This is an optimization exercise on Yosys and OpenROAD, whose aim is small area, a short achievable clock period and few clock cycles per item, not a production implementation. In this exercise RTL edits were held to simulation tests only and were not proved equivalent to the original.

`flow/design.v`:
```
module aes_sbox (
    input  wire [7:0] a,
    output wire [7:0] y
);
    wire t0, t1, t2, t3, t4, t5, t6, t7, t8, t9, t10, t11, t12, t13, t14, t15, t16, t17, t18, t19, t20, t21, t22, t23, t24, t25, t26, t27, t28, t29, t30, M1, M2, M3, M4, M5, M6, M7, M8, M9, M10, M11, M12, M13, M14, M15, M16, M17, M18, M19, M20, M21, M22, M23, M46, M47, M48, M49, M50, M51, M52, M53, M54, M55, M56, M57, M58, M59, M60, M61, M62, M63, b0, b1, b2, b3, b4, b5, b6, b7, b8, b9, b10, b11, b12, b13, b14, b15, b16, b17, b18, b19, b20, b21, b22, b23, b24, b25, b26, b27, b28, b29, b30, b31, b32, b33, b34, b35, b36, M37, M38, M39, M40, M41, M42, M43, M44, M45;
    sx2 g0 (.a(a[1]), .b(a[3]), .y(t0));
    sx2 g1 (.a(a[5]), .b(a[6]), .y(t1));
    sx2 g2 (.a(a[2]), .b(a[7]), .y(t2));
    sx2 g3 (.a(a[0]), .b(t1), .y(t3));
    sx2 g4 (.a(a[4]), .b(a[7]), .y(t4));
    sx2 g5 (.a(t0), .b(t4), .y(t5));
    sx2 g6 (.a(a[6]), .b(t0), .y(t6));
    sx2 g7 (.a(a[5]), .b(t2), .y(t7));
    sx2 g8 (.a(a[2]), .b(a[4]), .y(t8));
    sx2 g9 (.a(a[2]), .b(a[5]), .y(t9));
    sx2 g10 (.a(a[1]), .b(a[4]), .y(t10));
    sx2 g11 (.a(a[1]), .b(a[7]), .y(t11));
    sx2 g12 (.a(a[0]), .b(a[2]), .y(t12));
    sx2 g13 (.a(t2), .b(t10), .y(t13));
    sx2 g14 (.a(a[4]), .b(t2), .y(t14));
    sx2 g15 (.a(a[1]), .b(t2), .y(t15));
    sx2 g16 (.a(t1), .b(t8), .y(t16));
    sx2 g17 (.a(t0), .b(t9), .y(t17));
    sx2 g18 (.a(a[3]), .b(t7), .y(t18));
    sx2 g19 (.a(a[0]), .b(t5), .y(t19));
    sx2 g20 (.a(a[4]), .b(t7), .y(t20));
    sx2 g21 (.a(t1), .b(t5), .y(t21));
    sx2 g22 (.a(t3), .b(t15), .y(t22));
    sx2 g23 (.a(t6), .b(t14), .y(t23));
    sx2 g24 (.a(t0), .b(t7), .y(t24));
    sx2 g25 (.a(a[2]), .b(t6), .y(t25));
    sx2 g26 (.a(t0), .b(t16), .y(t26));
    sx2 g27 (.a(t6), .b(t12), .y(t27));
    sx2 g28 (.a(a[7]), .b(t3), .y(t28));
    sx2 g29 (.a(a[1]), .b(t3), .y(t29));
    sx2 g30 (.a(a[4]), .b(t3), .y(t30));
    snand2 g31 (.a(t13), .b(t5), .y(M1));
    snand2 g32 (.a(t22), .b(t19), .y(M2));
    sxn2 g33 (.a(t23), .b(M1), .y(M3));
    snand2 g34 (.a(t30), .b(a[0]), .y(M4));
    sx2 g35 (.a(M4), .b(M1), .y(M5));
    snand2 g36 (.a(t11), .b(t17), .y(M6));
    snand2 g37 (.a(t29), .b(t3), .y(M7));
    sxn2 g38 (.a(t18), .b(M6), .y(M8));
    snand2 g39 (.a(t28), .b(t27), .y(M9));
    sx2 g40 (.a(M9), .b(M6), .y(M10));
    snand2 g41 (.a(t4), .b(t25), .y(M11));
    snand2 g42 (.a(t8), .b(t20), .y(M12));
    sx2 g43 (.a(M12), .b(M11), .y(M13));
    snand2 g44 (.a(t2), .b(t21), .y(M14));
    sx2 g45 (.a(M14), .b(M11), .y(M15));
    sxn2 g46 (.a(M3), .b(M2), .y(M16));
    sx2 g47 (.a(M5), .b(t26), .y(M17));
    sxn2 g48 (.a(M8), .b(M7), .y(M18));
    sx2 g49 (.a(M10), .b(M15), .y(M19));
    sx2 g50 (.a(M16), .b(M13), .y(M20));
    sx2 g51 (.a(M17), .b(M15), .y(M21));
    sx2 g52 (.a(M18), .b(M13), .y(M22));
    sx2 g53 (.a(M19), .b(t24), .y(M23));
    gf16_inv_0000_000000000 u_inv (.d({M23, M22, M21, M20}), .m({M45, M44, M43, M42, M41, M40, M39, M38, M37}));
    snand2 g54 (.a(M44), .b(t5), .y(M46));
    snand2 g55 (.a(M40), .b(t19), .y(M47));
    snand2 g56 (.a(M39), .b(a[0]), .y(M48));
    snand2 g57 (.a(M43), .b(t17), .y(M49));
    snand2 g58 (.a(M38), .b(t3), .y(M50));
    snand2 g59 (.a(M37), .b(t27), .y(M51));
    snand2 g60 (.a(M42), .b(t25), .y(M52));
    snand2 g61 (.a(M45), .b(t20), .y(M53));
    snand2 g62 (.a(M41), .b(t21), .y(M54));
    snand2 g63 (.a(M44), .b(t13), .y(M55));
    snand2 g64 (.a(M40), .b(t22), .y(M56));
    snand2 g65 (.a(M39), .b(t30), .y(M57));
    snand2 g66 (.a(M43), .b(t11), .y(M58));
    snand2 g67 (.a(M38), .b(t29), .y(M59));
    snand2 g68 (.a(M37), .b(t28), .y(M60));
    snand2 g69 (.a(M42), .b(t4), .y(M61));
    snand2 g70 (.a(M45), .b(t8), .y(M62));
    snand2 g71 (.a(M41), .b(t2), .y(M63));
    sx2 g72 (.a(M56), .b(M61), .y(b0));
    sxn2 g73 (.a(M62), .b(b0), .y(b1));
    sx2 g74 (.a(M46), .b(M49), .y(b2));
    sx2 g75 (.a(M54), .b(M58), .y(b3));
    sx2 g76 (.a(M50), .b(M53), .y(b4));
    sx2 g77 (.a(M48), .b(M60), .y(b5));
    sx2 g78 (.a(M51), .b(M59), .y(b6));
    sx2 g79 (.a(M47), .b(M50), .y(b7));
    sxn2 g80 (.a(M55), .b(b7), .y(b8));
    sx2 g81 (.a(M46), .b(M52), .y(b9));
    sxn2 g82 (.a(M61), .b(b6), .y(b10));
    sxn2 g83 (.a(M62), .b(b10), .y(b11));
    sx2 g84 (.a(b3), .b(b5), .y(b12));
    sxn2 g85 (.a(M55), .b(b1), .y(b13));
    sx2 g86 (.a(M48), .b(M51), .y(b14));
    sx2 g87 (.a(M61), .b(M63), .y(b15));
    sx2 g88 (.a(M48), .b(M58), .y(b16));
    sx2 g89 (.a(M49), .b(M52), .y(b17));
    sxn2 g90 (.a(M57), .b(b2), .y(b18));
    sx2 g91 (.a(M47), .b(M53), .y(b19));
    sx2 g92 (.a(b2), .b(b8), .y(b20));
    sx2 g93 (.a(b8), .b(b14), .y(b21));
    sx2 g94 (.a(b9), .b(b15), .y(b22));
    sx2 g95 (.a(b2), .b(b16), .y(b23));
    sxn2 g96 (.a(b12), .b(b22), .y(b24));
    sxn2 g97 (.a(b11), .b(b23), .y(b25));
    sx2 g98 (.a(b1), .b(b21), .y(b26));
    sx2 g99 (.a(b4), .b(b17), .y(b27));
    sx2 g100 (.a(b1), .b(b12), .y(b28));
    sx2 g101 (.a(b4), .b(b11), .y(b29));
    sx2 g102 (.a(b9), .b(b19), .y(b30));
    sx2 g103 (.a(b1), .b(b20), .y(b31));
    sx2 g104 (.a(b4), .b(b18), .y(b32));
    sxn2 g105 (.a(b13), .b(b30), .y(b33));
    sx2 g106 (.a(b28), .b(b32), .y(b34));
    sxn2 g107 (.a(b3), .b(b29), .y(b35));
    sx2 g108 (.a(b13), .b(b27), .y(b36));
    assign y[7] = b36;
    assign y[6] = b33;
    assign y[5] = b24;
    assign y[4] = b31;
    assign y[3] = b26;
    assign y[2] = b34;
    assign y[1] = b35;
    assign y[0] = b25;
endmodule
module sx2 (input wire a, input wire b, output wire y);
    assign y = a ^ b;
endmodule
module sxn2 (input wire a, input wire b, output wire y);
    assign y = ~(a ^ b);
endmodule
module snand2 (input wire a, input wire b, output wire y);
    assign y = ~(a & b);
endmodule
module snor2 (input wire a, input wire b, output wire y);
    assign y = ~(a | b);
endmodule
module skx (input wire a, input wire g, input wire s, output wire y);
    assign y = a ^ (g & s);
endmodule
module gf16_inv_0000_000000000 (
    input  wire [3:0] d,
    output wire [8:0] m
);
    assign m[0] = (d[0] & d[1]) | (d[1] & ~d[3]) | (d[0] & ~d[2] & d[3]) | (d[0] & d[2] & ~d[3]);
    assign m[1] = (d[1] & d[2]) | (~d[0] & d[1]) | (d[0] & d[2] & d[3]) | (d[0] & ~d[1] & ~d[2] & ~d[3]);
    assign m[2] = (~d[1] & d[3]) | (d[2] & d[3]) | (~d[0] & d[1] & d[2]) | (d[0] & ~d[1] & d[2]);
    assign m[3] = (~d[2] & d[3]) | (d[0] & d[3]) | (d[0] & d[1] & d[2]) | (~d[0] & ~d[1] & d[2] & ~d[3]);
    assign m[4] = (~d[0] & d[1] & ~d[3]) | (~d[1] & ~d[2] & d[3]) | (~d[0] & d[1] & d[2]) | (d[0] & ~d[1] & ~d[2]) | (d[0] & ~d[2] & d[3]) | (~d[0] & d[2] & ~d[3]);
    assign m[5] = (d[0] & d[1] & ~d[2]) | (~d[1] & d[2] & d[3]) | (~d[0] & ~d[1] & d[3]) | (d[0] & d[1] & ~d[3]) | (d[1] & ~d[2] & ~d[3]) | (~d[0] & d[2] & d[3]);
    assign m[6] = (d[0] & ~d[1]) | (d[0] & ~d[2]) | (~d[0] & d[1] & d[3]);
    assign m[7] = (~d[0] & d[2]) | (d[2] & ~d[3]) | (d[1] & ~d[2] & d[3]);
    assign m[8] = (~d[1] & d[2] & d[3]) | (d[0] & d[1] & ~d[3]) | (d[0] & ~d[1] & ~d[2]) | (~d[0] & d[2] & ~d[3]);
endmodule
module gf16_inv_0000_111110011 (
    input  wire [3:0] d,
    output wire [8:0] m
);
    assign m[0] = (~d[0] & ~d[1]) | (~d[0] & d[3]) | (~d[1] & ~d[2] & ~d[3]) | (~d[1] & d[2] & d[3]);
    assign m[1] = (~d[0] & ~d[1]) | (d[0] & d[1] & ~d[2]) | (~d[1] & ~d[2] & d[3]) | (~d[1] & d[2] & ~d[3]);
    assign m[2] = (d[1] & ~d[2]) | (~d[2] & ~d[3]) | (~d[0] & ~d[1] & ~d[3]) | (d[0] & d[1] & ~d[3]);
    assign m[3] = (~d[2] & ~d[3]) | (~d[0] & d[1] & ~d[3]) | (~d[0] & d[2] & d[3]) | (d[0] & ~d[1] & ~d[3]);
    assign m[4] = (d[0] & d[2]) | (~d[1] & d[2] & d[3]) | (d[0] & d[1] & ~d[3]) | (~d[0] & d[1] & ~d[2] & d[3]) | (~d[0] & ~d[1] & ~d[2] & ~d[3]);
    assign m[5] = (d[0] & d[1] & ~d[2]) | (~d[1] & d[2] & d[3]) | (~d[0] & ~d[1] & d[3]) | (d[0] & d[1] & ~d[3]) | (d[1] & ~d[2] & ~d[3]) | (~d[0] & d[2] & d[3]);
    assign m[6] = (d[0] & ~d[1]) | (d[0] & ~d[2]) | (~d[0] & d[1] & d[3]);
    assign m[7] = (~d[2] & ~d[3]) | (~d[1] & ~d[2]) | (d[0] & d[2] & d[3]);
    assign m[8] = (d[1] & d[3]) | (~d[0] & ~d[2]) | (d[0] & ~d[1] & d[2] & ~d[3]);
endmodule
module aes_inv_sbox (
    input  wire [7:0] a,
    output wire [7:0] y
);
    wire t0, t1, t2, t3, t4, t5, t6, t7, t8, t9, t10, t11, t12, t13, t14, t15, t16, t17, t18, t19, t20, t21, t22, t23, t24, t25, t26, t27, t28, t29, M1, M2, M3, M4, M5, M6, M7, M8, M9, M10, M11, M12, M13, M14, M15, M16, M17, M18, M19, M20, M21, M22, M23, M46, M47, M48, M49, M50, M51, M52, M53, M54, M55, M56, M57, M58, M59, M60, M61, M62, M63, b0, b1, b2, b3, b4, b5, b6, b7, b8, b9, b10, b11, b12, b13, b14, b15, b16, b17, b18, b19, b20, b21, b22, b23, b24, b25, b26, b27, b28, b29, b30, b31, b32, b33, b34, b35, b36, b37, b38, b39, M37, M38, M39, M40, M41, M42, M43, M44, M45;
    sx2 g0 (.a(a[4]), .b(a[6]), .y(t0));
    sx2 g1 (.a(a[0]), .b(a[1]), .y(t1));
    sx2 g2 (.a(a[3]), .b(a[4]), .y(t2));
    sx2 g3 (.a(a[3]), .b(a[6]), .y(t3));
    sx2 g4 (.a(a[2]), .b(a[7]), .y(t4));
    sx2 g5 (.a(t0), .b(t1), .y(t5));
    sx2 g6 (.a(a[6]), .b(a[7]), .y(t6));
    sx2 g7 (.a(a[7]), .b(t0), .y(t7));
    sx2 g8 (.a(t1), .b(t3), .y(t8));
    sx2 g9 (.a(a[0]), .b(a[7]), .y(t9));
    sx2 g10 (.a(a[1]), .b(a[2]), .y(t10));
    sx2 g11 (.a(a[0]), .b(a[5]), .y(t11));
    sx2 g12 (.a(a[0]), .b(a[3]), .y(t12));
    sx2 g13 (.a(a[1]), .b(a[5]), .y(t13));
    sx2 g14 (.a(a[2]), .b(a[5]), .y(t14));
    sxn2 g15 (.a(a[4]), .b(a[7]), .y(t15));
    sx2 g16 (.a(a[5]), .b(t4), .y(t16));
    sx2 g17 (.a(t1), .b(t2), .y(t17));
    sx2 g18 (.a(t1), .b(t6), .y(t18));
    sxn2 g19 (.a(t3), .b(t9), .y(t19));
    sx2 g20 (.a(t2), .b(t10), .y(t20));
    sx2 g21 (.a(a[5]), .b(t2), .y(t21));
    sx2 g22 (.a(a[0]), .b(t2), .y(t22));
    sx2 g23 (.a(t0), .b(t11), .y(t23));
    sxn2 g24 (.a(t3), .b(t13), .y(t24));
    sxn2 g25 (.a(t0), .b(t14), .y(t25));
    sxn2 g26 (.a(t4), .b(t5), .y(t26));
    sx2 g27 (.a(t4), .b(t8), .y(t27));
    sxn2 g28 (.a(a[5]), .b(t5), .y(t28));
    sx2 g29 (.a(a[3]), .b(t7), .y(t29));
    snor2 g30 (.a(t18), .b(t25), .y(M1));
    snor2 g31 (.a(t15), .b(t7), .y(M2));
    sxn2 g32 (.a(t27), .b(M1), .y(M3));
    snor2 g33 (.a(t5), .b(t16), .y(M4));
    sx2 g34 (.a(M4), .b(M1), .y(M5));
    snand2 g35 (.a(t17), .b(t24), .y(M6));
    snor2 g36 (.a(t0), .b(t22), .y(M7));
    sx2 g37 (.a(t23), .b(M6), .y(M8));
    snor2 g38 (.a(t8), .b(t28), .y(M9));
    sxn2 g39 (.a(M9), .b(M6), .y(M10));
    snand2 g40 (.a(t2), .b(t26), .y(M11));
    snor2 g41 (.a(t29), .b(t20), .y(M12));
    sxn2 g42 (.a(M12), .b(M11), .y(M13));
    snor2 g43 (.a(t6), .b(t19), .y(M14));
    sxn2 g44 (.a(M14), .b(M11), .y(M15));
    sx2 g45 (.a(M3), .b(M2), .y(M16));
    sxn2 g46 (.a(M5), .b(t12), .y(M17));
    sx2 g47 (.a(M8), .b(M7), .y(M18));
    sx2 g48 (.a(M10), .b(M15), .y(M19));
    sx2 g49 (.a(M16), .b(M13), .y(M20));
    sx2 g50 (.a(M17), .b(M15), .y(M21));
    sx2 g51 (.a(M18), .b(M13), .y(M22));
    sxn2 g52 (.a(M19), .b(t21), .y(M23));
    gf16_inv_0000_111110011 u_inv (.d({M23, M22, M21, M20}), .m({M45, M44, M43, M42, M41, M40, M39, M38, M37}));
    snor2 g53 (.a(M44), .b(t25), .y(M46));
    snor2 g54 (.a(M40), .b(t7), .y(M47));
    snor2 g55 (.a(M39), .b(t16), .y(M48));
    snand2 g56 (.a(M43), .b(t24), .y(M49));
    snor2 g57 (.a(M38), .b(t22), .y(M50));
    snor2 g58 (.a(M37), .b(t28), .y(M51));
    snand2 g59 (.a(M42), .b(t26), .y(M52));
    snor2 g60 (.a(M45), .b(t20), .y(M53));
    snor2 g61 (.a(M41), .b(t19), .y(M54));
    snor2 g62 (.a(M44), .b(t18), .y(M55));
    snor2 g63 (.a(M40), .b(t15), .y(M56));
    snor2 g64 (.a(M39), .b(t5), .y(M57));
    snand2 g65 (.a(M43), .b(t17), .y(M58));
    snor2 g66 (.a(M38), .b(t0), .y(M59));
    snor2 g67 (.a(M37), .b(t8), .y(M60));
    snand2 g68 (.a(M42), .b(t2), .y(M61));
    snor2 g69 (.a(M45), .b(t29), .y(M62));
    snor2 g70 (.a(M41), .b(t6), .y(M63));
    sx2 g71 (.a(M52), .b(M61), .y(b0));
    sx2 g72 (.a(M50), .b(b0), .y(b1));
    sxn2 g73 (.a(M54), .b(M58), .y(b2));
    sx2 g74 (.a(M62), .b(b2), .y(b3));
    sx2 g75 (.a(M59), .b(b1), .y(b4));
    sx2 g76 (.a(M48), .b(M56), .y(b5));
    sx2 g77 (.a(M47), .b(M60), .y(b6));
    sx2 g78 (.a(b5), .b(b6), .y(b7));
    sx2 g79 (.a(M57), .b(M63), .y(b8));
    sx2 g80 (.a(M46), .b(M51), .y(b9));
    sxn2 g81 (.a(M49), .b(b7), .y(b10));
    sx2 g82 (.a(M51), .b(M59), .y(b11));
    sx2 g83 (.a(M48), .b(M59), .y(b12));
    sx2 g84 (.a(M55), .b(M63), .y(b13));
    sx2 g85 (.a(M49), .b(M58), .y(b14));
    sxn2 g86 (.a(M58), .b(b5), .y(b15));
    sxn2 g87 (.a(M49), .b(b11), .y(b16));
    sxn2 g88 (.a(M55), .b(M61), .y(b17));
    sx2 g89 (.a(M46), .b(b12), .y(b18));
    sx2 g90 (.a(b8), .b(b15), .y(b19));
    sx2 g91 (.a(M47), .b(b9), .y(b20));
    sx2 g92 (.a(M53), .b(b14), .y(b21));
    sx2 g93 (.a(b0), .b(b16), .y(b22));
    sx2 g94 (.a(b0), .b(b18), .y(b23));
    sx2 g95 (.a(M53), .b(b9), .y(b24));
    sx2 g96 (.a(M54), .b(b13), .y(b25));
    sx2 g97 (.a(b8), .b(b17), .y(b26));
    sx2 g98 (.a(M57), .b(b3), .y(b27));
    sx2 g99 (.a(b10), .b(b25), .y(b28));
    sx2 g100 (.a(M62), .b(b21), .y(b29));
    sx2 g101 (.a(b1), .b(b10), .y(b30));
    sx2 g102 (.a(b19), .b(b24), .y(b31));
    sx2 g103 (.a(b3), .b(b22), .y(b32));
    sx2 g104 (.a(b3), .b(b20), .y(b33));
    sx2 g105 (.a(b3), .b(b23), .y(b34));
    sx2 g106 (.a(b4), .b(b28), .y(b35));
    sx2 g107 (.a(b4), .b(b31), .y(b36));
    sx2 g108 (.a(b4), .b(b33), .y(b37));
    sx2 g109 (.a(b4), .b(b29), .y(b38));
    sx2 g110 (.a(b27), .b(b30), .y(b39));
    assign y[7] = b32;
    assign y[6] = b35;
    assign y[5] = b39;
    assign y[4] = b34;
    assign y[3] = b36;
    assign y[2] = b37;
    assign y[1] = b38;
    assign y[0] = b26;
endmodule
module aes_inv_mixcol (
    input  wire [31:0] c,
    output wire [31:0] y
);
    wire m0, m1, m2, m3, m4, m5, m6, m7, m8, m9, m10, m11, m12, m13, m14, m15, m16, m17, m18, m19, m20, m21, m22, m23, m24, m25, m26, m27, m28, m29, m30, m31, m32, m33, m34, m35, m36, m37, m38, m39, m40, m41, m42, m43, m44, m45, m46, m47, m48, m49, m50, m51, m52, m53, m54, m55, m56, m57, m58, m59, m60, m61, m62, m63, m64, m65, m66, m67, m68, m69, m70, m71, m72, m73, m74, m75, m76, m77, m78, m79, m80, m81, m82, m83, m84, m85, m86, m87, m88, m89, m90, m91, m92, m93, m94, m95, m96, m97, m98, m99, m100, m101, m102, m103, m104, m105, m106, m107, m108, m109, m110, m111, m112, m113, m114, m115, m116, m117, m118, m119, m120, m121, m122, m123, m124, m125, m126, m127, m128, m129, m130, m131, m132, m133, m134, m135, m136, m137, m138, m139, m140, m141, m142, m143, m144, m145, m146, m147, m148, m149, m150, m151, m152, m153, m154, m155, m156, m157, m158, m159, m160, m161, m162, m163, m164, m165, m166, m167, m168, m169, m170, m171, m172, m173, m174, m175;
    sx2 x0 (.a(c[5]), .b(c[21]), .y(m0));
    sx2 x1 (.a(c[13]), .b(c[29]), .y(m1));
    sx2 x2 (.a(c[6]), .b(c[22]), .y(m2));
    sx2 x3 (.a(c[14]), .b(c[30]), .y(m3));
    sx2 x4 (.a(m0), .b(m1), .y(m4));
    sx2 x5 (.a(c[15]), .b(c[31]), .y(m5));
    sx2 x6 (.a(c[23]), .b(c[27]), .y(m6));
    sx2 x7 (.a(c[7]), .b(c[11]), .y(m7));
    sx2 x8 (.a(c[18]), .b(m3), .y(m8));
    sx2 x9 (.a(c[26]), .b(m2), .y(m9));
    sx2 x10 (.a(c[8]), .b(m4), .y(m10));
    sx2 x11 (.a(c[4]), .b(c[20]), .y(m11));
    sx2 x12 (.a(c[0]), .b(c[16]), .y(m12));
    sx2 x13 (.a(c[1]), .b(c[17]), .y(m13));
    sx2 x14 (.a(c[3]), .b(c[19]), .y(m14));
    sx2 x15 (.a(c[9]), .b(c[25]), .y(m15));
    sx2 x16 (.a(c[12]), .b(c[28]), .y(m16));
    sx2 x17 (.a(c[2]), .b(c[10]), .y(m17));
    sx2 x18 (.a(m6), .b(m7), .y(m18));
    sx2 x19 (.a(m5), .b(m14), .y(m19));
    sx2 x20 (.a(m8), .b(m9), .y(m20));
    sx2 x21 (.a(c[23]), .b(c[24]), .y(m21));
    sx2 x22 (.a(c[24]), .b(m12), .y(m22));
    sx2 x23 (.a(m4), .b(m15), .y(m23));
    sx2 x24 (.a(c[15]), .b(m13), .y(m24));
    sx2 x25 (.a(m11), .b(m16), .y(m25));
    sx2 x26 (.a(m18), .b(m19), .y(m26));
    sx2 x27 (.a(m17), .b(m20), .y(m27));
    sx2 x28 (.a(m10), .b(m22), .y(m28));
    sx2 x29 (.a(c[7]), .b(c[31]), .y(m29));
    sx2 x30 (.a(c[3]), .b(c[31]), .y(m30));
    sx2 x31 (.a(c[7]), .b(c[15]), .y(m31));
    sx2 x32 (.a(m2), .b(m21), .y(m32));
    sx2 x33 (.a(c[31]), .b(m3), .y(m33));
    sx2 x34 (.a(m13), .b(m30), .y(m34));
    sx2 x35 (.a(c[19]), .b(m24), .y(m35));
    sx2 x36 (.a(c[23]), .b(m25), .y(m36));
    sx2 x37 (.a(c[7]), .b(c[8]), .y(m37));
    sx2 x38 (.a(m3), .b(m11), .y(m38));
    sx2 x39 (.a(c[10]), .b(m11), .y(m39));
    sx2 x40 (.a(m14), .b(m15), .y(m40));
    sx2 x41 (.a(m2), .b(m29), .y(m41));
    sx2 x42 (.a(c[2]), .b(m16), .y(m42));
    sx2 x43 (.a(m2), .b(m16), .y(m43));
    sx2 x44 (.a(m3), .b(m31), .y(m44));
    sx2 x45 (.a(m5), .b(m12), .y(m45));
    sx2 x46 (.a(m0), .b(m5), .y(m46));
    sx2 x47 (.a(c[17]), .b(m17), .y(m47));
    sx2 x48 (.a(m0), .b(m18), .y(m48));
    sx2 x49 (.a(m8), .b(m42), .y(m49));
    sx2 x50 (.a(m1), .b(m19), .y(m50));
    sx2 x51 (.a(m7), .b(m34), .y(m51));
    sx2 x52 (.a(m9), .b(m39), .y(m52));
    sx2 x53 (.a(m23), .b(m52), .y(m53));
    sx2 x54 (.a(m23), .b(m49), .y(m54));
    sx2 x55 (.a(c[5]), .b(c[12]), .y(m55));
    sx2 x56 (.a(c[14]), .b(c[21]), .y(m56));
    sx2 x57 (.a(c[13]), .b(c[28]), .y(m57));
    sx2 x58 (.a(c[6]), .b(c[30]), .y(m58));
    sx2 x59 (.a(c[6]), .b(c[21]), .y(m59));
    sx2 x60 (.a(c[1]), .b(c[9]), .y(m60));
    sx2 x61 (.a(c[12]), .b(c[29]), .y(m61));
    sx2 x62 (.a(c[21]), .b(c[28]), .y(m62));
    sx2 x63 (.a(c[15]), .b(c[26]), .y(m63));
    sx2 x64 (.a(c[5]), .b(c[29]), .y(m64));
    sx2 x65 (.a(c[10]), .b(c[25]), .y(m65));
    sx2 x66 (.a(c[7]), .b(c[14]), .y(m66));
    sx2 x67 (.a(c[22]), .b(c[30]), .y(m67));
    sx2 x68 (.a(c[13]), .b(c[30]), .y(m68));
    sx2 x69 (.a(c[16]), .b(c[24]), .y(m69));
    sx2 x70 (.a(c[10]), .b(c[18]), .y(m70));
    sx2 x71 (.a(c[0]), .b(c[25]), .y(m71));
    sx2 x72 (.a(c[6]), .b(c[14]), .y(m72));
    sx2 x73 (.a(c[0]), .b(c[15]), .y(m73));
    sx2 x74 (.a(c[2]), .b(c[11]), .y(m74));
    sx2 x75 (.a(c[1]), .b(c[16]), .y(m75));
    sx2 x76 (.a(c[0]), .b(c[17]), .y(m76));
    sx2 x77 (.a(c[9]), .b(c[16]), .y(m77));
    sx2 x78 (.a(c[27]), .b(m2), .y(m78));
    sx2 x79 (.a(m21), .b(m37), .y(m79));
    sx2 x80 (.a(c[22]), .b(m66), .y(m80));
    sx2 x81 (.a(c[12]), .b(m6), .y(m81));
    sx2 x82 (.a(c[25]), .b(m37), .y(m82));
    sx2 x83 (.a(m1), .b(m67), .y(m83));
    sx2 x84 (.a(c[20]), .b(m6), .y(m84));
    sx2 x85 (.a(c[20]), .b(m55), .y(m85));
    sx2 x86 (.a(m6), .b(m17), .y(m86));
    sx2 x87 (.a(m1), .b(m29), .y(m87));
    sx2 x88 (.a(c[4]), .b(m62), .y(m88));
    sx2 x89 (.a(c[2]), .b(m60), .y(m89));
    sx2 x90 (.a(c[23]), .b(m12), .y(m90));
    sx2 x91 (.a(c[20]), .b(m57), .y(m91));
    sx2 x92 (.a(c[13]), .b(m59), .y(m92));
    sx2 x93 (.a(c[4]), .b(m61), .y(m93));
    sx2 x94 (.a(c[22]), .b(m64), .y(m94));
    sx2 x95 (.a(c[29]), .b(m56), .y(m95));
    sx2 x96 (.a(m13), .b(m71), .y(m96));
    sx2 x97 (.a(c[5]), .b(m68), .y(m97));
    sx2 x98 (.a(c[9]), .b(m3), .y(m98));
    sx2 x99 (.a(m15), .b(m75), .y(m99));
    sx2 x100 (.a(m21), .b(m76), .y(m100));
    sx2 x101 (.a(c[4]), .b(m7), .y(m101));
    sx2 x102 (.a(m7), .b(m63), .y(m102));
    sx2 x103 (.a(m6), .b(m74), .y(m103));
    sx2 x104 (.a(c[1]), .b(m65), .y(m104));
    sx2 x105 (.a(m8), .b(m102), .y(m105));
    sx2 x106 (.a(m8), .b(m47), .y(m106));
    sx2 x107 (.a(m79), .b(m89), .y(m107));
    sx2 x108 (.a(m33), .b(m40), .y(m108));
    sx2 x109 (.a(m38), .b(m94), .y(m109));
    sx2 x110 (.a(m32), .b(m73), .y(m110));
    sx2 x111 (.a(m41), .b(m69), .y(m111));
    sx2 x112 (.a(m4), .b(m24), .y(m112));
    sx2 x113 (.a(m4), .b(m22), .y(m113));
    sx2 x114 (.a(m9), .b(m45), .y(m114));
    sx2 x115 (.a(m33), .b(m90), .y(m115));
    sx2 x116 (.a(m31), .b(m83), .y(m116));
    sx2 x117 (.a(m47), .b(m98), .y(m117));
    sx2 x118 (.a(m70), .b(m78), .y(m118));
    sx2 x119 (.a(m38), .b(m92), .y(m119));
    sx2 x120 (.a(m33), .b(m100), .y(m120));
    sx2 x121 (.a(m41), .b(m96), .y(m121));
    sx2 x122 (.a(m32), .b(m82), .y(m122));
    sx2 x123 (.a(m43), .b(m95), .y(m123));
    sx2 x124 (.a(m46), .b(m80), .y(m124));
    sx2 x125 (.a(m43), .b(m97), .y(m125));
    sx2 x126 (.a(m32), .b(m77), .y(m126));
    sx2 x127 (.a(m46), .b(m58), .y(m127));
    sx2 x128 (.a(m72), .b(m87), .y(m128));
    sx2 x129 (.a(m45), .b(m104), .y(m129));
    sx2 x130 (.a(m44), .b(m99), .y(m130));
    sx2 x131 (.a(m34), .b(m84), .y(m131));
    sx2 x132 (.a(m9), .b(m103), .y(m132));
    sx2 x133 (.a(m23), .b(m120), .y(m133));
    sx2 x134 (.a(m36), .b(m127), .y(m134));
    sx2 x135 (.a(m114), .b(m117), .y(m135));
    sx2 x136 (.a(m36), .b(m128), .y(m136));
    sx2 x137 (.a(m35), .b(m81), .y(m137));
    sx2 x138 (.a(m26), .b(m109), .y(m138));
    sx2 x139 (.a(m25), .b(m124), .y(m139));
    sx2 x140 (.a(m20), .b(m129), .y(m140));
    sx2 x141 (.a(m50), .b(m85), .y(m141));
    sx2 x142 (.a(m10), .b(m121), .y(m142));
    sx2 x143 (.a(m35), .b(m132), .y(m143));
    sx2 x144 (.a(m48), .b(m93), .y(m144));
    sx2 x145 (.a(m10), .b(m110), .y(m145));
    sx2 x146 (.a(m86), .b(m108), .y(m146));
    sx2 x147 (.a(m10), .b(m111), .y(m147));
    sx2 x148 (.a(c[28]), .b(m51), .y(m148));
    sx2 x149 (.a(m50), .b(m88), .y(m149));
    sx2 x150 (.a(m10), .b(m130), .y(m150));
    sx2 x151 (.a(m112), .b(m126), .y(m151));
    sx2 x152 (.a(m40), .b(m105), .y(m152));
    sx2 x153 (.a(m20), .b(m107), .y(m153));
    sx2 x154 (.a(m51), .b(m118), .y(m154));
    sx2 x155 (.a(m26), .b(m119), .y(m155));
    sx2 x156 (.a(m36), .b(m116), .y(m156));
    sx2 x157 (.a(m26), .b(m125), .y(m157));
    sx2 x158 (.a(m35), .b(m101), .y(m158));
    sx2 x159 (.a(m48), .b(m91), .y(m159));
    sx2 x160 (.a(m106), .b(m122), .y(m160));
    sx2 x161 (.a(m10), .b(m115), .y(m161));
    sx2 x162 (.a(m44), .b(m113), .y(m162));
    sx2 x163 (.a(m26), .b(m123), .y(m163));
    sx2 x164 (.a(m28), .b(m152), .y(m164));
    sx2 x165 (.a(m28), .b(m154), .y(m165));
    sx2 x166 (.a(m27), .b(m149), .y(m166));
    sx2 x167 (.a(m53), .b(m148), .y(m167));
    sx2 x168 (.a(m53), .b(m137), .y(m168));
    sx2 x169 (.a(m27), .b(m141), .y(m169));
    sx2 x170 (.a(m27), .b(m159), .y(m170));
    sx2 x171 (.a(m27), .b(m144), .y(m171));
    sx2 x172 (.a(m28), .b(m143), .y(m172));
    sx2 x173 (.a(m54), .b(m158), .y(m173));
    sx2 x174 (.a(m54), .b(m131), .y(m174));
    sx2 x175 (.a(m28), .b(m146), .y(m175));
    assign y[0] = m147;
    assign y[1] = m133;
    assign y[2] = m140;
    assign y[3] = m172;
    assign y[4] = m174;
    assign y[5] = m166;
    assign y[6] = m138;
    assign y[7] = m134;
    assign y[8] = m162;
    assign y[9] = m142;
    assign y[10] = m153;
    assign y[11] = m175;
    assign y[12] = m167;
    assign y[13] = m171;
    assign y[14] = m157;
    assign y[15] = m136;
    assign y[16] = m145;
    assign y[17] = m150;
    assign y[18] = m135;
    assign y[19] = m165;
    assign y[20] = m173;
    assign y[21] = m169;
    assign y[22] = m155;
    assign y[23] = m139;
    assign y[24] = m161;
    assign y[25] = m151;
    assign y[26] = m160;
    assign y[27] = m164;
    assign y[28] = m168;
    assign y[29] = m170;
    assign y[30] = m163;
    assign y[31] = m156;
endmodule
module kw_unwrap (
    input  wire         clk,
    input  wire         rst,       
    input  wire         start,     
    input  wire [127:0] kek,       
    input  wire [191:0] wrapped,   
    output wire         busy,
    output wire         done,      
    output wire         ok,        
    output wire [127:0] key        
);
    localparam [63:0] KW_IV = 64'hA6A6A6A6A6A6A6A6;
    reg         busy_r;
    reg         done_r;
    reg         kexp;     
    reg         first;    
    reg         step12;   
    reg [3:0]   rnd;      
    reg [3:0]   t;        
    reg [127:0] st;       
    reg [63:0]  ro;       
    reg [127:0] rk;       
    reg [127:0] kl;       
    wire accept = start && !busy_r;
    genvar gb, gc, gr;
    wire last   = !kexp && (rnd == 4'd0);
    assign busy = busy_r;
    assign done = done_r;
    assign ok   = (st[127:64] == KW_IV);
    assign key  = {st[63:0], ro};
    wire [31:0]  w0 = rk[127:96];
    wire [31:0]  w1 = rk[95:64];
    wire [31:0]  w2 = rk[63:32];
    wire [31:0]  w3 = rk[31:0];
    wire [31:0]  v3 = w3 ^ w2;    
    wire [31:0]  v2 = w2 ^ w1;
    wire [31:0]  v1 = w1 ^ w0;
    wire [31:0]  rot = {v3[23:0], v3[31:24]};
    wire [31:0]  sw_out;
    generate
        for (gb = 0; gb < 4; gb = gb + 1) begin : g_sbox
            aes_sbox u_sbox (.a(rot[8*gb +: 8]), .y(sw_out[8*gb +: 8]));
        end
    endgenerate
    wire [9:0]   rd = {rnd == 4'd9, rnd == 4'd8, rnd == 4'd7, rnd == 4'd6, rnd == 4'd5,
                       rnd == 4'd4, rnd == 4'd3, rnd == 4'd2, rnd == 4'd1, rnd == 4'd0};
    wire [7:0]   rcon = {rd[7], rd[6], rd[5] | rd[9], rd[4] | rd[8] | rd[9],
                         rd[3] | rd[8], rd[2] | rd[9], rd[1] | rd[8] | rd[9], rd[0] | rd[8]};
    wire [31:0]  temp = sw_out ^ {rcon, 24'h000000};
    wire [31:0]  n0 = w0 ^ temp;
    wire         fin = kexp && (rnd == 4'd9);    
    wire [31:0]  n2 = v2 ^ n0;
    wire [127:0] key_step = {n0, v1 ^ (temp & {32{kexp}}), v2 ^ (n0 & {32{kexp}}),
                             v3 ^ (n2 & {32{fin}})};
    wire [127:0] key_prev = {n0, v1, v2, v3};
    wire [127:0] blk = (step12 ? {kl[127:64] ^ 64'd12, kl[63:0]}
                               : {st[127:64] ^ {60'd0, t}, ro}) ^ rk;
    wire [127:0] imc;
    generate
        for (gc = 0; gc < 4; gc = gc + 1) begin : g_imc
            aes_inv_mixcol u_imc (.c(st[32*gc +: 32]), .y(imc[32*gc +: 32]));
        end
    endgenerate
    wire [127:0] x = first ? blk : imc;
    wire [127:0] isr;
    generate
        for (gc = 0; gc < 4; gc = gc + 1) begin : g_col
            for (gr = 0; gr < 4; gr = gr + 1) begin : g_row
                assign isr[127 - 8*(gr + 4*((gc + gr) % 4)) -: 8] =
                       x[127 - 8*(gr + 4*gc) -: 8];
            end
        end
    endgenerate
    wire [127:0] isb;
    generate
        for (gb = 0; gb < 16; gb = gb + 1) begin : g_isbox
            aes_inv_sbox u_isbox (.a(isr[8*gb +: 8]), .y(isb[8*gb +: 8]));
        end
    endgenerate
    wire [127:0] ark = isb ^ key_prev;
    always @(posedge clk) begin
        if (rst) begin
            busy_r <= 1'b0;
            done_r <= 1'b0;
            kexp   <= 1'b0;
            first  <= 1'b0;
            step12 <= 1'b0;
        end else begin
            done_r <= 1'b0;
            if (accept) begin
                busy_r <= 1'b1;
                kexp   <= 1'b1;
                first  <= 1'b0;
                step12 <= 1'b1;
                rnd    <= 4'd0;
                t      <= 4'd12;
            end else if (busy_r) begin
                if (kexp) begin
                    if (rnd == 4'd9) begin
                        kexp  <= 1'b0;
                        first <= 1'b1;
                    end else begin
                        rnd <= rnd + 4'd1;
                    end
                end else begin
                    first <= (rnd == 4'd0) && (t != 4'd1);
                    if (rnd == 4'd0) begin
                        rnd    <= 4'd9;
                        t      <= t - 4'd1;
                        step12 <= 1'b0;
                        if (t == 4'd1) begin
                            busy_r <= 1'b0;
                            done_r <= 1'b1;
                        end
                    end else begin
                        rnd <= rnd - 4'd1;
                    end
                end
            end
        end
    end
    always @(posedge clk) begin
        if (accept)
            rk <= {kek[127:32], kek[63:32] ^ kek[31:0]};
        else if (last)
            rk <= kl;
        else
            rk <= key_step;
    end
    always @(posedge clk) begin
        if (accept)
            kl <= {wrapped[191:128], wrapped[63:0]};
        else if (first && step12)
            kl <= rk;
    end
    always @(posedge clk) begin
        st <= ark;
        if (accept)
            ro <= wrapped[127:64];
        else if (first && !step12)
            ro <= st[63:0];
    end
endmodule
```
`flow/flow/run.sh`:
```
#!/bin/bash
# The standard layout (the standard.sh: ORFS synthesis to finish), with
# these changes in how it is made:
#  - the port buffers that global placement inserts on every input and
#    output are the smallest buffer (buf_1) instead of clkdlybuf4s50_1;
#  - clock tree synthesis inserts no dummy loads;
#  - after floorplanning, the flip-flops of the round state (st) get a
#    stronger drive (same cell type, dfxtp_1 -> dfxtp_4): they drive the
#    InvMixColumns network at the start of the critical loop.
# ORFS writes each step's full log under orfs/logs/; make's output goes to
# flow_*.log and the resizing step's to upsize.log, all in this folder.
set -euo pipefail
export BUFFER_PORTS_ARGS="-buffer_cell sky130_fd_sc_hd__buf_1"
export CTS_ARGS="-sink_clustering_enable -repair_clock_nets -dont_use_dummy_load"
bash standard.sh floorplan > flow_floorplan.log 2>&1
odb=orfs/results/$FLOW_PLATFORM/kw_unwrap/base/2_floorplan.odb
ODB=$odb openroad -no_init -exit flow/upsize.tcl > upsize.log 2>&1
bash standard.sh finish > flow_finish.log 2>&1
```
`flow/flow/upsize.tcl`:
```
# Give the state flip-flops st[*] the 4x drive version of their cell.
read_db $::env(ODB)
set db [ord::get_db]
set block [[$db getChip] getBlock]
set n 0
foreach inst [$block getInsts] {
  set name [$inst getName]
  set m [[$inst getMaster] getName]
  if {[string first "st\\\[" $name] == 0 && $m eq "sky130_fd_sc_hd__dfxtp_1"} {
    $inst swapMaster [$db findMaster sky130_fd_sc_hd__dfxtp_4]
    incr n
  }
}
puts "resized $n flip-flops"
write_db $::env(ODB)
```
`flow/standard.sh`:
```
#!/bin/bash
# synth_recipe.tcl (not shown) runs the flow's synth.tcl, then flattens the netlist and writes it again
# the make line also repeats each setting of config.mk as NAME=value (left out here)
make -C /OpenROAD-flow-scripts/flow DESIGN_CONFIG=/design/flow/config.mk WORK_HOME=/design/flow/orfs CLKGATE_MAP_FILE= SYNTH_SCRIPT=/design/flow/synth_recipe.tcl "${@:-finish}"
```
`flow/config.mk`:
```
export PLATFORM = sky130hd
export DESIGN_NAME = kw_unwrap
export DESIGN_NICKNAME = kw_unwrap
export VERILOG_FILES = /design/flow/design.v
export SDC_FILE = /design/flow/constraint.sdc
export NUM_CORES = 8
export LEC_CHECK = 0
export CAP_MARGIN = 20
export CORE_MARGIN = 2
export CORE_UTILIZATION = 23
export PLACE_DENSITY = 0.55
export SETUP_SLACK_MARGIN = 1.65
export SLEW_MARGIN = 20
export SYNTH_HIERARCHICAL = 1
```
`flow/constraint.sdc`:
```
create_clock -name core_clock -period 8.0 [get_ports {clk}]
set_input_delay 1.6000 -clock core_clock [delete_from_list [all_inputs] [get_ports {clk}]]
set_output_delay 1.6000 -clock core_clock [all_outputs]
set_load 0.01 [all_outputs]
```
==> run_results.csv, run 1 <==
group,metric,value,unit
floorplanning,num_io_pins,454,
clock_network,clkLatencyLatePin,750,ps
timing,final_hold_viol_count,0,
floorplanning,die_area,244000,sq um
timing,tightest_slew,1200,ps
global_routing,grt_pass1_wl,344,mm
timing,setup_ws,1780,ps
layout,fillers,25500,
clock_network,clk_pin_slew,60,ps
layout,final_nets,7241,
synth,yosysUniqueCellTypes,71,
floorplanning,initial_utilization,23.2,%
clock_network,ctsHoldBuffers,0,
timing,finalSetupTns,0,ps
global_routing,gr-usage-all-layers,19.6,%
clock_network,clk_path_buf_depth,3,
synth,ys_seq_elements,461,
clock_network,cts_sinks,461,
drt,wirelength,251,mm
synth,syn_inst,6646,
drt,vias_per_cell,4.64,
drt,vias,46800,
critical_path,critical_path_class,"flip-flop to flip-flop",
clock_network,root_buffer,"clkbuf_16",
timing,setup_viol_count_final,0,
timing,fin_skew,102,ps
synth,synth_edf_count,200,
timing,fin_crit_sh,77.7,%
run_status,status,"no timing/DRC/antenna violations",
placed_design,gp_congestion,0.982,
drt,drc_errors,0,
drt,final_antenna_net_count,0,
drt,wl_per_cell,24.9,microns
min_path,min_path_type,"flip-flop to flip-flop",
placed_design,hpwl,205,mm
synth,syn_area_per_cell,8.30,sq um
global_routing,antenna_found_initial,48,
placed_design,portBuffers,453,
synth,seq_area_frac_synth,20.4,%
critical_path,critPathRequiredTime,8530,ps
synth,synthesis.area,55200,sq um
floorplanning,die_w,494,microns
timing,finalMaxSlewViolations,0,
critical_path,end_kind,"flip-flop",
clock_network,numCtsBuffers,61,
synth,synth-main-ff-cell,"dfxtp_1",
synth,yosysWarnings,7,
drt,firstDrtPassIters,6,
synth,synthArstFlopShare,0,%
layout,drive_gt1_share,17.3,%
placed_design,place_ws,409,ps
timing,fmax,161,MHz
timing,period_needed,6220,ps
drt,drt-initial-drc-count,4053,
critical_path,arrival,6750,ps
synth,synth.net_count,6976,
critical_path,critical_path.max_fanout,7,
layout,syn_to_final_growth,19.8,%
timing,grt_setup_unrepaired,"true",
layout,multiInputGateArea,44300,sq um
layout,final_cell_mix,"xor2_1 (1781), nand2_1 (951), xnor2_1 (661)",
floorplanning,rows,179,
floorplanning,die_y,494,microns
timing,slew_headroom,19.4,%
global_routing,grt_pass1_vias,45500,
clock_network,cts_tree,"done",
floorplanning,coreArea,238000,sq um
critical_path,start_kind,"flip-flop",
clock_network,htreeDepth,2,
layout,layout_commonest_cell,"xor2_1",
layout,seqCellArea,11700,sq um
run,drv_cap,0,
global_routing,grt_max_degree,126,
global_routing,grt_overflow_total,0,
[worst paths after layout]
path,startpoint,end,slack (ps),cells after the start
hold / removal,kl[98],rk[98],510,2
setup reg to reg,st[14],st[38],1780,27
hold reg to reg,kl[98],rk[98],510,2
setup / recovery,st[14],st[38],1780,27
[kinds of logic after synthesis]
family	Yosys count	synth area share, %
mux	257	4.95
simple gates	1744	13.4
compound gates	683	8.12
xor+xnor	2867	45.6
flops	461	20.4
fa+ha+maj	7	0.159
buf+inv	627	7.31
[registers in the layout, summed over array words and instances (netlist names)]
name    flops
kexp        1
rnd         4
first       1
step12      1
t           4
ro         64
done_r      1
busy_r      1
rk        128
kl        128
st        128
[Yosys stat by module (local to each module, per instance)]
module | times used | flip-flops and latches | area, sq um
aes_inv_mixcol | 4 | 0 | 240
gf16_inv_0000_000000000 | 4 | 0 | 233
sxn2 | 328 | 0 | 8.76
aes_inv_sbox | 16 | 0 | 60.1
kw_unwrap | 1 | 461 | 25500
snand2 | 204 | 0 | 3.75
gf16_inv_0000_111110011 | 16 | 0 | 235
snor2 | 336 | 0 | 3.75
sx2 | 2048 | 0 | 8.76
aes_sbox | 4 | 0 | 60.1
[metrics by stage]
step                instance area (sq um)  cells  hold slack, ps  util [%]
floorplan                           55200   6646             464         -
global placement                    59000   9865             498      24.8
detailed placement                  59000   9865             515      24.8
CTS                                 62600   9968             514      26.3
global route                        66000  10100             555      27.7
finish                              66100  10100             512      27.7
[synth_stat cells, types with 21 or more instances]
master       n  area share (%)
nor2b_1     40            0.45
inv_1       40            0.27
a211oi_1    35            0.48
buf_4      424             5.8
edfxtp_1   200              11
mux2_2     126             2.6
and3_1      25            0.28
a211oi_2    21            0.48
a21oi_1    239             2.2
nand2_1    954             6.5
o21ai_0     67            0.61
xor2_1    2103              33
buf_2       22            0.20
nand3b_1    38            0.52
o21ai_1     37            0.34
mux2i_1    131             2.4
xnor2_1    759              12
a21o_1      27            0.37
clkbuf_1   105            0.71
a31oi_1     29            0.33
nand3_1     26            0.24
nor2_1     505             3.4
buf_1       28            0.19
o22ai_1     31            0.35
dfxtp_1    261             9.5
a21boi_0    23            0.31
nand2b_1    57            0.65
o311ai_0    24            0.38
[layer usage]
layer	track usage (%)	vias to the layer above	routed length, microns	part of all wire, %
met5	0	-	197	0.078
met3	3.46	440	17900	7.1
li1	-	21400	-	-
met2	31.6	1883	113000	45
met1	25.6	23100	106000	42
met4	8.37	32	14300	5.7
[final cells by class]
type                       instances  share of cell area, %
clock buffer                      61                   2.31
sequential                       461                   17.8
multi-input combinational       5559                   67.0
tap                             3167                   6.00
antenna                            8                 0.0303
timing repair buffer             788                   6.65
inverter                          40                  0.239
[worst max-delay path, stage by stage (launching register included)]
cell	delay, ps
dfxtp_4	500
xor2_1	170
buf_4	230
xor2_4	270
xor2_1	200
xor2_1	280
xor2_2	260
mux2_2	260
xor2_1	160
buf_4	210
xor2_2	260
xnor2_1	200
nand2_1	190
xnor2_2	290
xor2_2	220
xnor2_2	150
buf_4	180
buf_4	150
nand2b_1	80
o31ai_1	90
a21oi_2	80
nor2_1	200
xor2_2	230
xor2_1	280
xnor2_2	180
xor2_1	200
xor2_1	290
xnor2_1	230
[what timing repair did]
action,CTS,global route
gates cloned,0,1
pin swaps,33,98
setup buffers,42,107
setup endpoints to repair,209,176
gates resized for setup,220,347
Testbench counts, summed over its fixed seeds: cycles 67,072, items 512.
==> inputs of run 2 (changes only) <==
--- a/flow/config.mk
+++ b/flow/config.mk
@@ -8,5 +8,5 @@
 export CAP_MARGIN = 20
 export CORE_MARGIN = 2
-export CORE_UTILIZATION = 23
+export CORE_UTILIZATION = 22
 export PLACE_DENSITY = 0.55
 export SETUP_SLACK_MARGIN = 1.65
==> run 2 against run 1 <==
  * Synthesized cell count unchanged
  * Non-clock buffer count down 35
  * First-iteration DRC count up 8.7%
==> run_results.csv, run 2 <==
group,metric,value,unit
run_status,status,"no timing/DRC/antenna violations",
clock_network,clk_path_buf_depth,3,
global_routing,grt_pass1_vias,45600,
synth,syn_inst,6646,
critical_path,r2r_end,"st[45]",
drt,vias,46600,
synth,yosysUniqueCellTypes,71,
drt,vias_per_cell,4.56,
synth,syn_area_per_cell,8.30,sq um
global_routing,gr-usage-all-layers,18.6,%
global_routing,grt_overflow_total,0,
timing,finalSetupTns,0,ps
drt,wirelength,249,mm
layout,layout_commonest_cell,"xor2_1",
floorplanning,initial_utilization,22.2,%
synth,synth.most_common_cell,"xor2_1",
drt,drt-initial-drc-count,4407,
timing,fin_crit_sh,77.4,%
synth,yosys.area.top_type,"xor2_1",
synth,synth-adder-area-share,0.159,%
timing,finalMaxSlewViolations,0,
layout,final_cell_mix,"xor2_1 (1804), nand2_1 (951), xnor2_1 (665)",
synth,synth.mux.area_fraction,4.95,%
drt,final_antenna_net_count,0,
drt,wl_per_cell,24.4,microns
floorplanning,rows,183,
timing,tightest_slew,1200,ps
critical_path,critical_path.max_fanout,8,
synth,synth-compound-area-share,8.12,%
synth,yosysWarnings,7,
synth,synthTopCellsByCount,"xor2_1 (2103), nand2_1 (954), xnor2_1 (759)",
critical_path,critPathRequiredTime,8510,ps
floorplanning,coreArea,249000,sq um
synth,synth.net_count,6976,
critical_path,r2r-start,"st[102]",
layout,final_core_util,26.3,%
drt,firstDrtPassIters,6,
synth,synthDominantCellAreaShare,33.4,%
synth,yosys.area_share.simple,13.4,%
synth,ys_seq_elements,461,
critical_path,crit_start,"st[102]",
timing,fin_skew,63.6,ps
synth,synthArstFlopShare,0,%
timing,period_needed,6190,ps
clock_network,htreeDepth,2,
layout,final_nets,7207,
synth,synth_xor_area_share,45.6,%
layout,top_regs,"kl: 128 flops, rk: 128 flops, st: 128 flops",
floorplanning,num_io_pins,454,
global_routing,grt_pass1_wl,343,mm
critical_path,end_kind,"flip-flop",
critical_path,endpoint,"st[45]",
critical_path,reg2reg_slack,1810,ps
synth,synth_top_cells_by_area,"xor2_1 (33%), xnor2_1 (12%), edfxtp_1 (11%)",
timing,final_hold_viol_count,0,
floorplanning,die_y,505,microns
clock_network,clk_pin_slew,60,ps
placed_design,place_ws,419,ps
timing,setup_ws,1810,ps
critical_path,arrival,6700,ps
floorplanning,die_w,505,microns
floorplanning,die_area,255000,sq um
run,drv_cap,0,
global_routing,antenna_found_initial,36,
timing,fmax,162,MHz
global_routing,grt_max_degree,111,
timing,slew_headroom,19.7,%
placed_design,gp_congestion,0.963,
synth,synth-main-ff-cell,"dfxtp_1",
drt,drc_errors,0,
clock_network,cts_tree,"done",
clock_network,root_buffer,"clkbuf_16",
min_path,min_path_type,"flip-flop to flip-flop",
synth,seq_area_frac_synth,20.4,%
placed_design,portBuffers,453,
layout,syn_to_final_growth,18.9,%
critical_path,start_kind,"flip-flop",
clock_network,cts_sinks,461,
synth,synth_top_family_by_area,"XOR/XNOR gates",
timing,grt_setup_unrepaired,"true",
timing,setup_viol_count_final,0,
synth,synth_edf_count,200,
synth,synthesis.area,55200,sq um
clock_network,clkLatencyLatePin,720,ps
placed_design,hpwl,206,mm
critical_path,critical_path_class,"flip-flop to flip-flop",
clock_network,numCtsBuffers,61,
layout,drive_gt1_share,16.6,%
critical_path,reg2reg_depth,26,
-- run 2: worst min-delay path by stage --
stage / from / to / slack (ps) / depth (start not counted)
after floorplan: kl[30] / rk[30] / 460 / 2
after global routing: kl[25] / rk[25] / 570 / 2
after global placement: kl[25] / rk[25] / 490 / 2
final: kl[25] / rk[25] / 520 / 2
after CTS: kl[25] / rk[25] / 530 / 2
after detailed placement: kl[25] / rk[25] / 500 / 2
-- run 2: logic make-up (layout without fill, tap and decap cells) --
| group | Yosys count | in the layout |
|---|---|---|
| AOI/OAI and AO/OA | 683 | 683 |
| xor gates and xnor gates | 2867 | 2869 |
| adders and majority gates | 7 | 7 |
| buffers and inverters | 627 | 854 |
| DFF | 461 | 461 |
| muxes | 257 | 257 |
| other | 0 | 3 |
| and+or+nand+nor | 1744 | 1744 |
-- run 2: through the flow --
| stage | area (sq um) | std cells | hold WS (ps) |
|---|---|---|---|
| floorplan | 55200 | 6646 | 464 |
| global placement | 59200 | 10000 | 488 |
| detailed placement | 59200 | 10000 | 505 |
| CTS | 62500 | 10100 | 528 |
| global route | 65600 | 10200 | 573 |
| finish | 65600 | 10200 | 524 |
-- run 2: routing by layer --
layer  vias to the layer above  wire (microns)  GRT usage, %
met5                         -              95             0
met3                       392           17100          3.03
met1                     23000          106000          24.4
li1                      21300               -             -
met4                        16           12800          7.92
met2                      1851          113000          30.0
-- run 2: timing repair --
action                                 in CTS  in global routing
gates cloned                                0                  2
endpoints found under the hold margin       0                  0
buffers inserted                           34                 66
setup endpoints to repair                 193                166
hold buffers                                0                  0
resized for setup                         192                332
pin swaps                                  25                 68
-- run 2: critical path, cell delays in order (launching register included) --
cell,delay (ps)
dfxtp_4,420
xor2_1,150
buf_4,200
xor2_4,280
xor2_1,280
xor2_2,250
buf_4,170
xor2_2,70
mux2_4,330
xor2_1,150
buf_4,190
xor2_4,180
xnor2_1,290
nand2_2,150
xnor2_2,260
xor2_2,280
xnor2_4,200
nand2b_1,250
nand2_1,90
o22ai_1,260
nor2_1,110
xor2_1,190
xor2_1,180
xnor2_1,290
xor2_1,220
xor2_1,130
xnor2_2,390
-- run 2: area by class of cell --
class	instances	area [sq um]
inverters	40	150
repair buffers	753	4070
clock buffers	61	1530
well taps	3330	4170
diodes	3	7.51
fillers	26900	183000
flip-flops and latches	461	11700
multi-input cells	5560	43900
-- run 2: per-module statistics from Yosys, one instance, submodules excluded --
module	times used	area [sq um]
kw_unwrap	1	25500
aes_inv_mixcol	4	240
gf16_inv_0000_111110011	16	235
gf16_inv_0000_000000000	4	233
aes_inv_sbox	16	60.1
aes_sbox	4	60.1
sx2	2048	8.76
sxn2	328	8.76
snand2	204	3.75
snor2	336	3.75
==> inputs of run 3 (changes only) <==
--- a/flow/config.mk
+++ b/flow/config.mk
@@ -9,5 +9,4 @@
 export CORE_MARGIN = 2
 export CORE_UTILIZATION = 22
-export PLACE_DENSITY = 0.55
 export SETUP_SLACK_MARGIN = 1.65
 export SLEW_MARGIN = 20
==> run 3 against run 2 <==
  * Clock skew increased by 64 ps
  * Die area unchanged
  * Synthesized cell count unchanged
  * Flip-flop and latch count unchanged
  * Register-to-register slack about the same
  * Design area decreased by 1.5%
  * Highest routed layer unchanged
==> run_results.csv, run 3 <==
group,metric,value,unit
run_status,status,"no timing/DRC/antenna violations",
timing,period_needed,6190,ps
timing,fmax,161,MHz
synth,synthesis.area,55200,sq um
clock_network,clkLatencyLatePin,730,ps
synth,synth.most_common_cell,"xor2_1",
critical_path,critPathRequiredTime,8620,ps
timing,setup_viol_count_final,0,
critical_path,critical_path.max_fanout,13,
global_routing,grt_max_degree,145,
timing,fin_crit_sh,77.4,%
layout,syn_to_final_growth,17.1,%
clock_network,clk_pin_slew,70,ps
drt,drc_errors,0,
clock_network,numCtsBuffers,59,
timing,finalMaxSlewViolations,0,
critical_path,endpoint,"st[93]",
run,drv_cap,0,
layout,drive_gt1_share,15.1,%
timing,tightest_slew,1220,ps
synth,synth.net_count,6976,
clock_network,cts_sinks,461,
clock_network,clk_path_buf_depth,3,
timing,grt_setup_unrepaired,"true",
floorplanning,initial_utilization,22.2,%
timing,final_hold_viol_count,0,
min_path,min_path_type,"flip-flop to flip-flop",
critical_path,reg2reg_slack,1810,ps
critical_path,critical_path_class,"flip-flop to flip-flop",
drt,vias_per_cell,4.52,
drt,firstDrtPassIters,6,
synth,yosysUniqueCellTypes,71,
placed_design,portBuffers,453,
layout,final_core_util,25.9,%
layout,top_regs,"kl: 128 flops, rk: 128 flops, st: 128 flops",
synth,syn_area_per_cell,8.30,sq um
floorplanning,die_y,505,microns
critical_path,r2r_end,"st[93]",
synth,synth_edf_count,200,
critical_path,reg2reg_depth,25,
timing,hold_ws,498,ps
synth,seq_area_frac_synth,20.4,%
clock_network,htreeDepth,2,
global_routing,grt_pass1_vias,43600,
global_routing,gr-usage-all-layers,17.9,%
synth,yosysWarnings,7,
critical_path,start_kind,"flip-flop",
synth,synth-main-ff-cell,"dfxtp_1",
global_routing,antenna_found_initial,22,
critical_path,end_kind,"flip-flop",
floorplanning,coreArea,249000,sq um
synth,ys_seq_elements,461,
synth,syn_inst,6646,
synth,yosys.area.top_type,"xor2_1",
placed_design,hpwl,197,mm
floorplanning,die_area,255000,sq um
layout,final_nets,7183,
drt,vias,46000,
layout,layout_commonest_cell,"xor2_1",
global_routing,grt_overflow_total,0,
floorplanning,num_io_pins,454,
drt,wl_per_cell,23.6,microns
drt,wirelength,240,mm
critical_path,r2r-start,"st[69]",
clock_network,ctsHoldBuffers,0,
synth,synthArstFlopShare,0,%
critical_path,arrival,6810,ps
drt,final_antenna_net_count,0,
critical_path,crit_start,"st[69]",
placed_design,gp_congestion,1.00,
clock_network,cts_tree,"done",
floorplanning,rows,183,
drt,drt-initial-drc-count,4722,
timing,fin_skew,128,ps
synth,synthTopCellsByCount,"xor2_1 (2103), nand2_1 (954), xnor2_1 (759)",
floorplanning,die_w,505,microns
layout,final_cell_mix,"xor2_1 (1850), nand2_1 (951), xnor2_1 (688)",
synth,synth_top_cells_by_area,"xor2_1 (33%), xnor2_1 (12%), edfxtp_1 (11%)",
min_path,min_path_cells,2,
synth,synthDominantCellAreaShare,33.4,%
clock_network,root_buffer,"clkbuf_16",
global_routing,grt_pass1_wl,328,mm
min_path,hp-start,"kl[102]",
timing,slew_headroom,18.3,%
timing,finalSetupTns,0,ps
-- run 3: cell counts after synthesis --
No cell type changed its count.
-- run 3: logic make-up after synthesis --
family / synth area share, %
AND/OR/NAND/NOR: 13.4
flip-flops: 20.4
multiplexers: 4.95
buffers and inverters: 7.31
AO/OA/AOI/OAI: 8.12
XOR/XNOR: 45.6
adder cells (fa/ha/maj): 0.159
-- run 3: per-layer routing --
| metal | up-vias | share of wire, % | GRT usage [%] |
|---|---|---|---|
| met3 | 435 | 7.1 | 3.05 |
| met4 | 14 | 7.6 | 11.2 |
| met2 | 1949 | 45 | 28.4 |
| li1 | 21400 | - | - |
| met1 | 22300 | 40 | 22.3 |
| met5 | - | 0.032 | 0 |
-- run 3: worst min-delay path by stage --
stage,to,slack (ps)
after CTS,rk[102],480
after detailed placement,rk[25],510
after floorplan,rk[30],460
after global routing,rk[106],530
final,rk[102],500
after global placement,rk[25],500
-- run 3: worst max-delay path, stage by stage, from the launching register on --
cell and delay [ps]:
dfxtp_4 420, xor2_2 260, xor2_1 190, buf_4 210, xor2_4 290, buf_4 170, xor2_1 390, mux2_2 390
xor2_4 290, xor2_4 230, xnor2_1 210, nand2_1 210, xnor2_2 250, xor2_1 190, xnor2_1 90, buf_4 180
nand2b_2 220, o31ai_1 200, a21oi_1 90, nor2_1 200, xor2_1 200, xor2_1 300, xnor2_2 190, xor2_1 230
xor2_1 240, xnor2_1 210
-- run 3: repair_timing --
action	CTS	global route
pin swaps	19	75
setup buffers	25	69
gates resized for setup	158	265
endpoints found under the setup margin	155	160
-- run 3: final cells by class --
cell class	count	area (sq um)
Multi-Input combinational cell	5558	43200
Clock buffer	59	1480
Tap cell	3330	4170
Antenna cell	1	2.50
Inverter	40	154
Fill cell	27000	184000
Sequential cell	461	11700
Timing Repair Buffer	733	3890
-- run 3: per-module statistics from Yosys (local to each module, per instance) --
module                   cells inside  times used  cell area [sq um]
gf16_inv_0000_000000000            37           4                233
sxn2                                1         328               8.76
aes_inv_mixcol                     32           4                240
snor2                               1         336               3.75
gf16_inv_0000_111110011            36          16                235
aes_inv_sbox                        8          16               60.1
aes_sbox                            8           4               60.1
kw_unwrap                        2718           1              25500
snand2                              1         204               3.75
sx2                                 1        2048               8.76
-- run 3: metrics by stage --
stage	setup WS, ps	std cells	area (sq um)
global route	1440	10200	64600
floorplan	1730	6646	55200
global placement	434	10000	59200
CTS	1530	10100	62000
finish	1810	10200	64600
detailed placement	475	10000	59200
==> inputs of run 4 (changes only) <==
--- a/flow/config.mk
+++ b/flow/config.mk
@@ -9,4 +9,5 @@
 export CORE_MARGIN = 2
 export CORE_UTILIZATION = 22
+export PLACE_DENSITY = 0.5
 export SETUP_SLACK_MARGIN = 1.65
 export SLEW_MARGIN = 20
==> run 4 against run 3 <==
  * Worst hold slack better by 48 ps
  * Core utilization up 0.58 points
  * Global-route usage up 0.95 points
  * Critical path depth unchanged
  * Maximum frequency down 0.42%
  * Register-to-register slack worse by 30 ps
  * Die area unchanged
  * Worst setup slack worse by 26 ps
  * Critical path type unchanged
==> run_results.csv, run 4 <==
group,metric,value,unit
run,drv_cap,0,
synth,seq_area_frac_synth,20.4,%
floorplanning,num_io_pins,454,
drt,firstDrtPassIters,6,
timing,finalSetupTns,0,ps
min_path,min_path_cells,2,
clock_network,numCtsBuffers,66,
global_routing,grt_max_degree,155,
drt,drc_errors,0,
synth,synthDominantCellAreaShare,33.4,%
global_routing,gr-usage-all-layers,18.8,%
synth,synth.net_count,6976,
run_status,status,"no timing/DRC/antenna violations",
clock_network,htreeDepth,3,
min_path,min_path_type,"flip-flop to flip-flop",
layout,multiInputGateArea,44000,sq um
floorplanning,initial_utilization,22.2,%
timing,setup_viol_count_final,0,
critical_path,arrival,6780,ps
clock_network,root_buffer,"clkbuf_16",
timing,tightest_slew,1140,ps
timing,hold_ws,546,ps
global_routing,grt_pass1_wl,345,mm
synth,yosysUniqueCellTypes,71,
timing,fin_skew,85.9,ps
clock_network,clkLatencyLatePin,710,ps
layout,drive_gt1_share,17.1,%
timing,fmax,161,MHz
layout,final_nets,7242,
layout,final_cell_mix,"xor2_1 (1795), nand2_1 (953), xnor2_1 (661)",
timing,slew_headroom,23.7,%
synth,synth.most_common_cell,"xor2_1",
synth,synth_edf_count,200,
drt,vias_per_cell,4.52,
global_routing,antenna_found_initial,38,
floorplanning,die_w,505,microns
placed_design,placed_cell_area,59200,sq um
critical_path,reg2reg_depth,25,
critical_path,critical_path.max_fanout,6,
layout,fillers,27000,
layout,top_regs,"kl: 128 flops, rk: 128 flops, st: 128 flops",
drt,final_antenna_net_count,0,
floorplanning,die_area,255000,sq um
timing,setup_ws,1780,ps
placed_design,numPlacedInstances,10000,
global_routing,grt_pass1_vias,45300,
timing,grt_setup_unrepaired,"true",
## run 4: cell count changes in the layout (fill, tap and decap cells not counted), sizes merged
cell      delta
diode        +1
inv          -4
clkinvlp     +4
clkbuf       +7
buf         +51
xor2         +1
## run 4: modules after synthesis, one instance, submodules excluded, excerpt
module | area [sq um] | flops+latches | times used | cells
aes_inv_sbox | 60.1 | 0 | 16 | 8
gf16_inv_0000_000000000 | 233 | 0 | 4 | 37
kw_unwrap | 25500 | 461 | 1 | 2718
snand2 | 3.75 | 0 | 204 | 1
snor2 | 3.75 | 0 | 336 | 1
sxn2 | 8.76 | 0 | 328 | 1
## run 4: worst max-delay path: stages, from the launching register on
cell and delay (ps):
dfxtp_1 360, xnor2_2 320, inv_1 240, xor2_4 260, xor2_2 280, xor2_1 250
nand2_1 160, xor2_1 290, xor2_1 250, xor2_2 260, buf_4 190, nand2b_1 210
a21oi_1 110, a211oi_2 280, nand2_1 170, xor2_1 290, xnor2_2 150, buf_4 180
xor2_1 250, xor2_2 100, buf_4 170, xnor2_2 360, xor2_2 340, a21oi_1 100
o311ai_0 330, a21boi_1 190
## run 4: cells by family (layout without fill, tap and decap cells)
kind of cell,count (synthesis),in the layout,share of synthesized area (%)
buf+inv,627,890,7.31
xor+xnor,2867,2868,45.6
fa+ha+maj,7,7,0.159
simple gates,1744,1744,13.4
flops,461,461,20.4
compound gates,683,683,8.12
other cells,0,2,0
mux,257,257,4.95
## run 4: what timing repair did
item                                    4_1_cts  5_1_grt
gates resized for setup                     215      318
endpoints found under the setup margin      207      171
endpoints found under the hold margin         0        0
pin swaps                                    34       79
setup buffers                                48       95
gates cloned                                  0        1
## run 4: worst paths after layout
path         slack [ps]   start     end
max                1780  rk[11]  rk[18]
min                 550  kl[25]  rk[25]
max reg2reg        1780  rk[11]  rk[18]
min reg2reg         550  kl[25]  rk[25]
## run 4: area by class of cell
cell class | instances | area share, %
well taps | 3330 | 6.31
repair buffers | 784 | 6.54
inverters | 40 | 0.256
flip-flops and latches | 461 | 17.8
multi-input cells | 5559 | 66.6
clock buffers | 66 | 2.50
diodes | 2 | 0.00758
## run 4: routing by layer
layer,track usage [%],routed length [microns]
met1,24.9,109000
met2,30.6,115000
met3,3.23,16800
met4,6.71,9810
met5,0,168

## port drivers added, routing unchanged
Ports are ideal in the flow. The routed layouts listed here were re-timed in OpenROAD. Step 1: set_driving_cell puts a clkbuf_16 on clk and a buf_2 on each other input, an assumption about the parent block. Step 2 adds t to the input delays and takes it off the output delays; t is the mean of the earliest and latest rising clock arrival at the registers after step 1. Input paths then give back, and output paths get back, about the clock's delay inside the block. Slacks: ideal ports / drivers / drivers and shift; pairs: ideal ports / drivers.
run	shift t [ns]	slack for setup (ns)	cell pins on the clock port's net
run 1	0.782	1.781 / 1.781 / 1.781	1
run 2	0.762	1.808 / 1.808 / 1.808	1
run 3	0.757	1.807 / 1.807 / 1.807	1
run 4	0.740	1.781 / 1.781 / 1.781	1
After both steps every run listed still meets setup and hold.
